This design comes from an exercise in tuning for small area, a short achievable clock period and few clock cycles on the open sky130 flow, not from production work.
At most, simulation tests tie the RTL to the original design; equivalence was not proved.
Power and IR drop assume default switching activity.

zinc:
// canopy_fec_tx
module canopy_fec_tx (
    input  wire        clk,
    input  wire        rst,         
    input  wire        start,
    input  wire [30:0] seed,
    input  wire        in_valid,
    output wire        in_ready,
    input  wire [9:0]  in_sym,
    output reg         out_valid,
    input  wire        out_ready,
    output reg  [13:0] out_trits,
    output reg         out_first    
);
    function [159:0] rs_prod(input [9:0] f);
        reg [75:0] x;
        begin
            x[0] = f[0];
            x[1] = f[1];
            x[2] = f[2];
            x[3] = f[3];
            x[4] = f[4];
            x[5] = f[5];
            x[6] = f[6];
            x[7] = f[7];
            x[8] = f[8];
            x[9] = f[9];
            x[10] = x[3] ^ x[7];
            x[11] = x[5] ^ x[9];
            x[12] = x[2] ^ x[6];
            x[13] = x[4] ^ x[8];
            x[14] = x[0] ^ x[1];
            x[15] = x[9] ^ x[10];
            x[16] = x[1] ^ x[11];
            x[17] = x[8] ^ x[12];
            x[18] = x[13] ^ x[14];
            x[19] = x[0] ^ x[13];
            x[20] = x[4] ^ x[12];
            x[21] = x[3] ^ x[5];
            x[22] = x[4] ^ x[6];
            x[23] = x[3] ^ x[11];
            x[24] = x[5] ^ x[7];
            x[25] = x[5] ^ x[10];
            x[26] = x[2] ^ x[4];
            x[27] = x[7] ^ x[14];
            x[28] = x[10] ^ x[11];
            x[29] = x[2] ^ x[13];
            x[30] = x[12] ^ x[13];
            x[31] = x[6] ^ x[18];
            x[32] = x[6] ^ x[8];
            x[33] = x[0] ^ x[20];
            x[34] = x[11] ^ x[27];
            x[35] = x[2] ^ x[8];
            x[36] = x[1] ^ x[17];
            x[37] = x[1] ^ x[20];
  ...
Size: roughly 1400 cells after synthesis, roughly 270 flip-flops.
==> flow/config.mk <==
export PLATFORM = sky130hd
export DESIGN_NAME = canopy_fec_tx
export DESIGN_NICKNAME = canopy_fec_tx
export VERILOG_FILES = /design/flow/design.v
export SDC_FILE = /design/flow/constraint.sdc
export NUM_CORES = 4
export LEC_CHECK = 0
export ABC_CLOCK_PERIOD_IN_PS = 4000
export CAP_MARGIN = 20
export CORE_MARGIN = 2
export CORE_UTILIZATION = 40
export SLEW_MARGIN = 20
==> flow/constraint.sdc <==
create_clock -name core_clock -period 13.0 [get_ports {clk}]
set_input_delay 2.6000 -clock core_clock [delete_from_list [all_inputs] [get_ports {clk}]]
set_output_delay 2.6000 -clock core_clock [all_outputs]
set_load 0.01 [all_outputs]
standard.sh (not shown) runs the stock make flow with config.mk's settings and CLKGATE_MAP_FILE= SYNTH_SCRIPT=/design/flow/synth_recipe.tcl, a recipe that flattens the netlist after the stock synthesis.
==> flow/flow/run.sh <==
#!/bin/bash
# Own layout flow: the standard synthesis and layout, with the timing
# repair asked to keep a setup margin so that paths end up well below the
# 13 ns clock period the layout is constrained and signed off at.
set -euo pipefail
bash standard.sh synth > synth.log 2>&1
bash standard.sh finish SETUP_SLACK_MARGIN=9.4 > layout.log 2>&1
No stage failed in zinc, and the final checks on the layout all came back clean.
## Diff of input files: indigo against zinc
==> flow/run.sh (new file) <==
#!/bin/bash
# synth_recipe.tcl (not shown) runs the flow's synth.tcl, then flattens the netlist and writes it again
# the make line also repeats each setting of config.mk as NAME=value (left out here)
make -C /OpenROAD-flow-scripts/flow DESIGN_CONFIG=/design/flow/config.mk WORK_HOME=/design/flow/orfs CLKGATE_MAP_FILE= SYNTH_SCRIPT=/design/flow/synth_recipe.tcl finish
removed: flow/flow/run.sh
removed: flow/standard.sh
[summary]
Compared with zinc, indigo shows a lower global-route usage. The source-to-sink clock delay at the later pin of the worst-skew pair on indigo is in line with that on zinc. Leakage power of the design is higher on zinc. indigo vs. zinc: number of instances resized during post-cts repair went down by 99. Against zinc, indigo reports a final setup slack of the worst path that is lower. Summary: with zinc as the reference, maximum clock frequency in indigo moved down by more than 10%. Total power consumption of the routed design shrinks by a few percent when moving from zinc to indigo. When indigo is measured against zinc, its design area turns out 990 sq um lower.
No functional check of the RTL was part of any run of this note.

========
== job 5701 ==
Another version of the RTL of canopy_fec_tx (not shown whole).
For scale: about 1300 cells after synthesis, roughly 63 I/O pins, about 15000 sq um of cells after synthesis.
// canopy_fec_tx
module canopy_fec_tx (
    input  wire        clk,
    input  wire        rst,         
    input  wire        start,
    input  wire [30:0] seed,
    input  wire        in_valid,
    output wire        in_ready,
    input  wire [9:0]  in_sym,
    output reg         out_valid,
    input  wire        out_ready,
    output reg  [13:0] out_trits,
    output reg         out_first    
);
    function [159:0] rs_prod(input [9:0] f);
        reg [75:0] x;
        begin
            x[0] = f[0];
            x[1] = f[1];
            x[2] = f[2];
            x[3] = f[3];
            x[4] = f[4];
            x[5] = f[5];
            x[6] = f[6];
            x[7] = f[7];
            x[8] = f[8];
            x[9] = f[9];
            x[10] = x[3] ^ x[7];
            x[11] = x[5] ^ x[9];
            x[12] = x[2] ^ x[6];
            x[13] = x[4] ^ x[8];
            x[14] = x[0] ^ x[1];
            x[15] = x[9] ^ x[10];
            x[16] = x[1] ^ x[11];
            x[17] = x[8] ^ x[12];
            x[18] = x[13] ^ x[14];
            x[19] = x[0] ^ x[13];
            x[20] = x[4] ^ x[12];
            x[21] = x[3] ^ x[5];
            x[22] = x[4] ^ x[6];
            x[23] = x[3] ^ x[11];
            x[24] = x[5] ^ x[7];
  ...
clock: 13.0 ns
lec_check: 0
abc_clock_period_in_ps: 4000
cap_margin: 20
core_margin: 2
core_utilization: 55
cts_buf_list: sky130_fd_sc_hd__clkbuf_16
cts_cluster_diameter: 60
cts_cluster_size: 20
slew_margin: 20
==> flow/flow/run.sh <==
#!/bin/bash
# Own layout flow: the standard synthesis and layout, with
# - the timing repair asked to keep a setup margin, so that paths end up
#   well below the 13 ns clock period the layout is constrained and signed
#   off at;
# - the port buffers made of the smallest buffer (timing repair resizes the
#   ones on critical paths);
# - clock tree synthesis without dummy load cells.
set -euo pipefail
bash standard.sh synth > synth.log 2>&1
bash standard.sh finish SETUP_SLACK_MARGIN=9.4 \
    "BUFFER_PORTS_ARGS=-buffer_cell sky130_fd_sc_hd__buf_1" \
    "CTS_ARGS=-sink_clustering_enable -repair_clock_nets -buf_list sky130_fd_sc_hd__clkbuf_16 -sink_clustering_size 20 -sink_clustering_max_diameter 60 -dont_use_dummy_load" \
    > layout.log 2>&1
Job 5701 ran to completion and came out clean on the timing, DRC and antenna checks.
Testbench counts of job 5701, summed over its fixed seeds: cycles 52,368.
Relative to job 5701, the following input files were edited for job 9139:
- a change of CTS_CLUSTER_DIAMETER from 60 to 50
- a change of CAP_MARGIN from 20 to 5
- a change of CTS_CLUSTER_SIZE from 20 to 14
- a change of SLEW_MARGIN from 20 to 5
- a change of CTS_BUF_LIST from sky130_fd_sc_hd__clkbuf_16 to sky130_fd_sc_hd__clkbuf_8
diff --git a/flow/flow/run.sh b/flow/flow/run.sh
--- a/flow/flow/run.sh
+++ b/flow/flow/run.sh
@@ -9,6 +9,6 @@
 set -euo pipefail
 bash standard.sh synth > synth.log 2>&1
-bash standard.sh finish SETUP_SLACK_MARGIN=9.4 \
+bash standard.sh finish SETUP_SLACK_MARGIN=9.3 \
     "BUFFER_PORTS_ARGS=-buffer_cell sky130_fd_sc_hd__buf_1" \
-    "CTS_ARGS=-sink_clustering_enable -repair_clock_nets -buf_list sky130_fd_sc_hd__clkbuf_16 -sink_clustering_size 20 -sink_clustering_max_diameter 60 -dont_use_dummy_load" \
+    "CTS_ARGS=-sink_clustering_enable -repair_clock_nets -buf_list sky130_fd_sc_hd__clkbuf_8 -sink_clustering_size 14 -sink_clustering_max_diameter 50 -dont_use_dummy_load" \
     > layout.log 2>&1
--- outcome ---
- On static leakage power, job 9139 does better than job 5701.
- When job 9139 is measured against job 5701, its worst path setup slack after routing turns out 28 ps higher.
- [job 9139 vs job 5701] clock skew: higher in job 9139
- The detailed-placement wirelength estimate of job 9139 is higher than that of job 5701.
Changes in job 5255 relative to job 9139:
- PLACE_DENSITY: unset -> 0.74
- SLEW_MARGIN: 5 -> 20
- CAP_MARGIN: 5 -> 20
- CORE_UTILIZATION: 55 -> 68
Findings:
- Diff job 9139..job 5255 | cell area after synthesis | unchanged
- Job 9139 → job 5255: smallest hold slack essentially unchanged; total number of tap cells decreased 25%; power share of the combinational group shows an increase of 0.3 points; critical path arrival saw an increase.
- Looking at global-route usage across job 9139 and job 5255, the one that comes out lower is job 9139.
- Taking job 9139 as 1.0, job 5255 lands at 0.810 on area of the placeable core.
- Against job 9139, job 5255 comes in 2.5 points lower on part of the power in the clock network.
- Of job 9139 and job 5255, the higher total length of routed met2 wires belongs to job 9139.
--- input diff job 5255..job 5516 ---
- removing PLACE_DENSITY (formerly 0.74)
- changing CORE_UTILIZATION from 68 to 55
diff --git a/flow/flow/run.sh b/flow/flow/run.sh
--- a/flow/flow/run.sh
+++ b/flow/flow/run.sh
@@ -11,4 +11,4 @@
 bash standard.sh finish SETUP_SLACK_MARGIN=9.3 \
     "BUFFER_PORTS_ARGS=-buffer_cell sky130_fd_sc_hd__buf_1" \
-    "CTS_ARGS=-sink_clustering_enable -repair_clock_nets -buf_list sky130_fd_sc_hd__clkbuf_8 -sink_clustering_size 14 -sink_clustering_max_diameter 50 -dont_use_dummy_load" \
+    "CTS_ARGS=-sink_clustering_enable -repair_clock_nets -buf_list sky130_fd_sc_hd__clkbuf_8 -root_buf sky130_fd_sc_hd__clkbuf_16 -tree_buf sky130_fd_sc_hd__clkbuf_16 -sink_clustering_size 14 -sink_clustering_max_diameter 50 -dont_use_dummy_load" \
     > layout.log 2>&1
Results
Job 5255 → job 5516: clock network contribution to total cell area went up 0.77 points; worst clock skew went down 35 ps; clock-buffer cell count went up about 20%; switching share of power held; biggest fanout along the worst timing path went up 2. Delta (job 5516 minus job 5255): first-pass GRT wire length climbed about 4%; fmax climbed 0.0044 GHz; total clock buffers created by CTS climbed 6; switching power of the nets climbed about 6%. For job 5255, the capturing instance or port of the critical path was out_trits[8], unlike job 5516, where it was in_ready.

========
Another version of the RTL of canopy_fec_tx (not shown whole).
Size: ~1300 cells after synthesis, roughly 63 I/O pins, ~15000 µm² of cells after synthesis.
==> flow/design.v (excerpt) <==
module canopy_fec_tx (
    input  wire        clk,
    input  wire        rst,         
    input  wire        start,
    input  wire [30:0] seed,
    input  wire        in_valid,
    output wire        in_ready,
    input  wire [9:0]  in_sym,
    output reg         out_valid,
    input  wire        out_ready,
    output reg  [13:0] out_trits,
    output reg         out_first    
);
    function [159:0] rs_prod(input [9:0] f);
        reg [75:0] x;
        begin
            x[0] = f[0];
            x[1] = f[1];
            x[2] = f[2];
            x[3] = f[3];
            x[4] = f[4];
            x[5] = f[5];
            x[6] = f[6];
            x[7] = f[7];
            x[8] = f[8];
            x[9] = f[9];
            x[10] = x[3] ^ x[7];
            x[11] = x[5] ^ x[9];
            x[12] = x[2] ^ x[6];
            x[13] = x[4] ^ x[8];
            x[14] = x[0] ^ x[1];
            x[15] = x[9] ^ x[10];
            x[16] = x[1] ^ x[11];
            x[17] = x[8] ^ x[12];
            x[18] = x[13] ^ x[14];
            x[19] = x[0] ^ x[13];
            x[20] = x[4] ^ x[12];
            x[21] = x[3] ^ x[5];
            x[22] = x[4] ^ x[6];
            x[23] = x[3] ^ x[11];
            x[24] = x[5] ^ x[7];
            x[25] = x[5] ^ x[10];
            x[26] = x[2] ^ x[4];
            x[27] = x[7] ^ x[14];
            x[28] = x[10] ^ x[11];
            x[29] = x[2] ^ x[13];
            x[30] = x[12] ^ x[13];
            x[31] = x[6] ^ x[18];
            x[32] = x[6] ^ x[8];
            x[33] = x[0] ^ x[20];
            x[34] = x[11] ^ x[27];
            x[35] = x[2] ^ x[8];
            x[36] = x[1] ^ x[17];
            x[37] = x[1] ^ x[20];
            x[38] = x[2] ^ x[19];
            x[39] = x[7] ^ x[16];
            x[40] = x[10] ^ x[16];
            x[41] = x[3] ^ x[9];
            x[42] = x[7] ^ x[9];
            x[43] = x[0] ^ x[12];
            x[44] = x[0] ^ x[22];
            x[45] = x[12] ^ x[15];
            x[46] = x[0] ^ x[6];
            x[47] = x[10] ^ x[14];
            x[48] = x[14] ^ x[21];
            x[49] = x[1] ^ x[15];
            x[50] = x[1] ^ x[25];
            x[51] = x[3] ^ x[16];
            x[52] = x[14] ^ x[23];
            x[53] = x[0] ^ x[2];
  ...
==> flow/config.mk <==
export PLATFORM = sky130hd
export DESIGN_NAME = canopy_fec_tx
export DESIGN_NICKNAME = canopy_fec_tx
export VERILOG_FILES = /design/flow/design.v
export SDC_FILE = /design/flow/constraint.sdc
export NUM_CORES = 4
export LEC_CHECK = 0
export ABC_CLOCK_PERIOD_IN_PS = 4000
export CAP_MARGIN = 20
export CORE_MARGIN = 2
export CORE_UTILIZATION = 55
export CTS_BUF_LIST = sky130_fd_sc_hd__clkbuf_16
export CTS_CLUSTER_DIAMETER = 60
export CTS_CLUSTER_SIZE = 20
export SLEW_MARGIN = 20
==> flow/constraint.sdc <==
create_clock -name core_clock -period 13.0 [get_ports {clk}]
set_input_delay 2.6000 -clock core_clock [delete_from_list [all_inputs] [get_ports {clk}]]
set_output_delay 2.6000 -clock core_clock [all_outputs]
set_load 0.01 [all_outputs]
==> flow/flow/run.sh <==
#!/bin/bash
# Own layout flow: the standard synthesis and layout, with
# - the timing repair asked to keep a setup margin, so that paths end up
#   well below the 13 ns clock period the layout is constrained and signed
#   off at;
# - the port buffers made of the smallest buffer (timing repair resizes the
#   ones on critical paths);
# - clock tree synthesis with clkbuf_16 root and tree buffers, clkbuf_16
#   sink buffers and no dummy load cells.
# Each make run's full output goes to its own log here (synth.log,
# layout.log); ORFS's per-step logs are under orfs/logs/.
set -euo pipefail
bash standard.sh synth > synth.log 2>&1
bash standard.sh finish SETUP_SLACK_MARGIN=9.4 \
    "BUFFER_PORTS_ARGS=-buffer_cell sky130_fd_sc_hd__buf_1" \
    "CTS_ARGS=-sink_clustering_enable -repair_clock_nets -buf_list sky130_fd_sc_hd__clkbuf_16 -root_buf sky130_fd_sc_hd__clkbuf_16 -tree_buf sky130_fd_sc_hd__clkbuf_16 -sink_clustering_size 20 -sink_clustering_max_diameter 60 -dont_use_dummy_load" \
    > layout.log 2>&1
Testbench counts at the start, summed over its fixed seeds: cycles 52,368.
Edit:
==> flow/flow/run.sh (replaced) <==
#!/bin/bash
# Own layout flow: the standard synthesis and layout, with
# - the timing repair asked to keep a setup margin, so that paths end up
#   well below the 13 ns clock period the layout is constrained and signed
#   off at;
# - the port buffers made of the smallest buffer (timing repair resizes the
#   ones on critical paths);
# - clock tree synthesis without dummy load cells.
set -euo pipefail
bash standard.sh synth > synth.log 2>&1
bash standard.sh finish SETUP_SLACK_MARGIN=9.3 \
    "BUFFER_PORTS_ARGS=-buffer_cell sky130_fd_sc_hd__buf_1" \
    "CTS_ARGS=-sink_clustering_enable -repair_clock_nets -buf_list sky130_fd_sc_hd__clkbuf_8 -sink_clustering_size 14 -sink_clustering_max_diameter 50 -dont_use_dummy_load" \
    > layout.log 2>&1
CTS_BUF_LIST = sky130_fd_sc_hd__clkbuf_8   (was sky130_fd_sc_hd__clkbuf_16)
CTS_CLUSTER_DIAMETER = 50   (was 60)
CTS_CLUSTER_SIZE = 14   (was 20)
Wire length stays flat.
Sequential share of layout area rises by 0.81 points.
Global-route usage barely changes.
Combinational power is about the same.
Core utilization goes down by 1.0 points.
Via count drops slightly.
Die area stays the same.
Edit:
--- a/flow/flow/run.sh
+++ b/flow/flow/run.sh
@@ -11 +11 @@
-bash standard.sh finish SETUP_SLACK_MARGIN=9.3 \
+bash standard.sh finish SETUP_SLACK_MARGIN=9.4 \
@@ -13 +13 @@
-    "CTS_ARGS=-sink_clustering_enable -repair_clock_nets -buf_list sky130_fd_sc_hd__clkbuf_8 -sink_clustering_size 14 -sink_clustering_max_diameter 50 -dont_use_dummy_load" \
+    "CTS_ARGS=-sink_clustering_enable -repair_clock_nets -buf_list sky130_fd_sc_hd__clkbuf_8 -root_buf sky130_fd_sc_hd__clkbuf_16 -tree_buf sky130_fd_sc_hd__clkbuf_16 -sink_clustering_size 14 -sink_clustering_max_diameter 50 -dont_use_dummy_load" \
The new run went through all stages and came out clean.
Core utilization came out higher by 0.24 points.
Hold slack got worse by 0.011 ns.
Routed wire length stays flat.
Final cell count increases by 0.36%.
Edit:
--- a/flow/flow/run.sh
+++ b/flow/flow/run.sh
@@ -11 +11 @@
-bash standard.sh finish SETUP_SLACK_MARGIN=9.4 \
+bash standard.sh finish SETUP_SLACK_MARGIN=9.5 \
Effect: The changed run passed the timing, DRC and antenna checks; utilization goes up by 0.76 points; area after synthesis is unchanged; sequential share of layout area drops by 0.60 points; register-to-register slack improves by 0.08 ns.

## what the ideal ports hide
In the flow no input, the clock included, has a driving cell. The finished layouts below were timed again as built, in two steps.
Step 1 assumes that a clkbuf_16 drives the clock port and a buf_2 every other input.
Step 2 also shifts input and output timing later by t, the mid clock arrival at the registers, as if the neighbouring blocks saw the same clock.
a / b / c = no drivers / after step 1 / after step 2; a / b = the first two.
| run | shift t [ns] | setup slack, ns | worst hold slack (ns) | worst setup path after step 2 | clock arrival spread, ns |
|---|---|---|---|---|---|
| zinc | 0.629 | 9.275 / 9.226 / 8.902 | 0.435 / 0.435 / 0.435 | input to register | 0.030 / 0.030 |
| indigo | 0.624 | 8.552 / 8.552 / 8.107 | 0.439 / 0.439 / 0.439 | input to register | 0.009 / 0.008 |
| job 5701 | 0.577 | 9.292 / 9.241 / 8.979 | 0.427 / 0.427 / 0.427 | input to register | 0.044 / 0.044 |
| job 9139 | 0.560 | 9.320 / 9.273 / 8.924 | 0.417 / 0.417 / 0.417 | input to register | 0.059 / 0.059 |
| job 5255 | 0.608 | 9.296 / 9.253 / 8.810 | 0.419 / 0.419 / 0.419 | input to register | 0.077 / 0.078 |
| job 5516 | 0.520 | 9.355 / 9.302 / 8.928 | 0.418 / 0.418 / 0.418 | input to register | 0.045 / 0.044 |
| the first run of note 3 | 0.583 | 9.379 / 9.327 / 8.947 | 0.416 / 0.416 / 0.416 | input to register | 0.049 / 0.050 |
| the second run of note 3 | 0.623 | 9.277 / 9.227 / 8.827 | 0.430 / 0.430 / 0.430 | input to register | 0.062 / 0.062 |
| the third run of note 3 | 0.561 | 9.395 / 9.341 / 9.025 | 0.419 / 0.419 / 0.419 | input to register | 0.043 / 0.044 |
| the fourth run of note 3 | 0.518 | 9.369 / 9.320 / 9.120 | 0.414 / 0.414 / 0.414 | input to register | 0.069 / 0.069 |
After both steps setup and hold are still met in every run listed. For job 5255, which loses most, drivers alone change the setup slack by -0.043 ns; drivers and shift together by -0.486 ns.
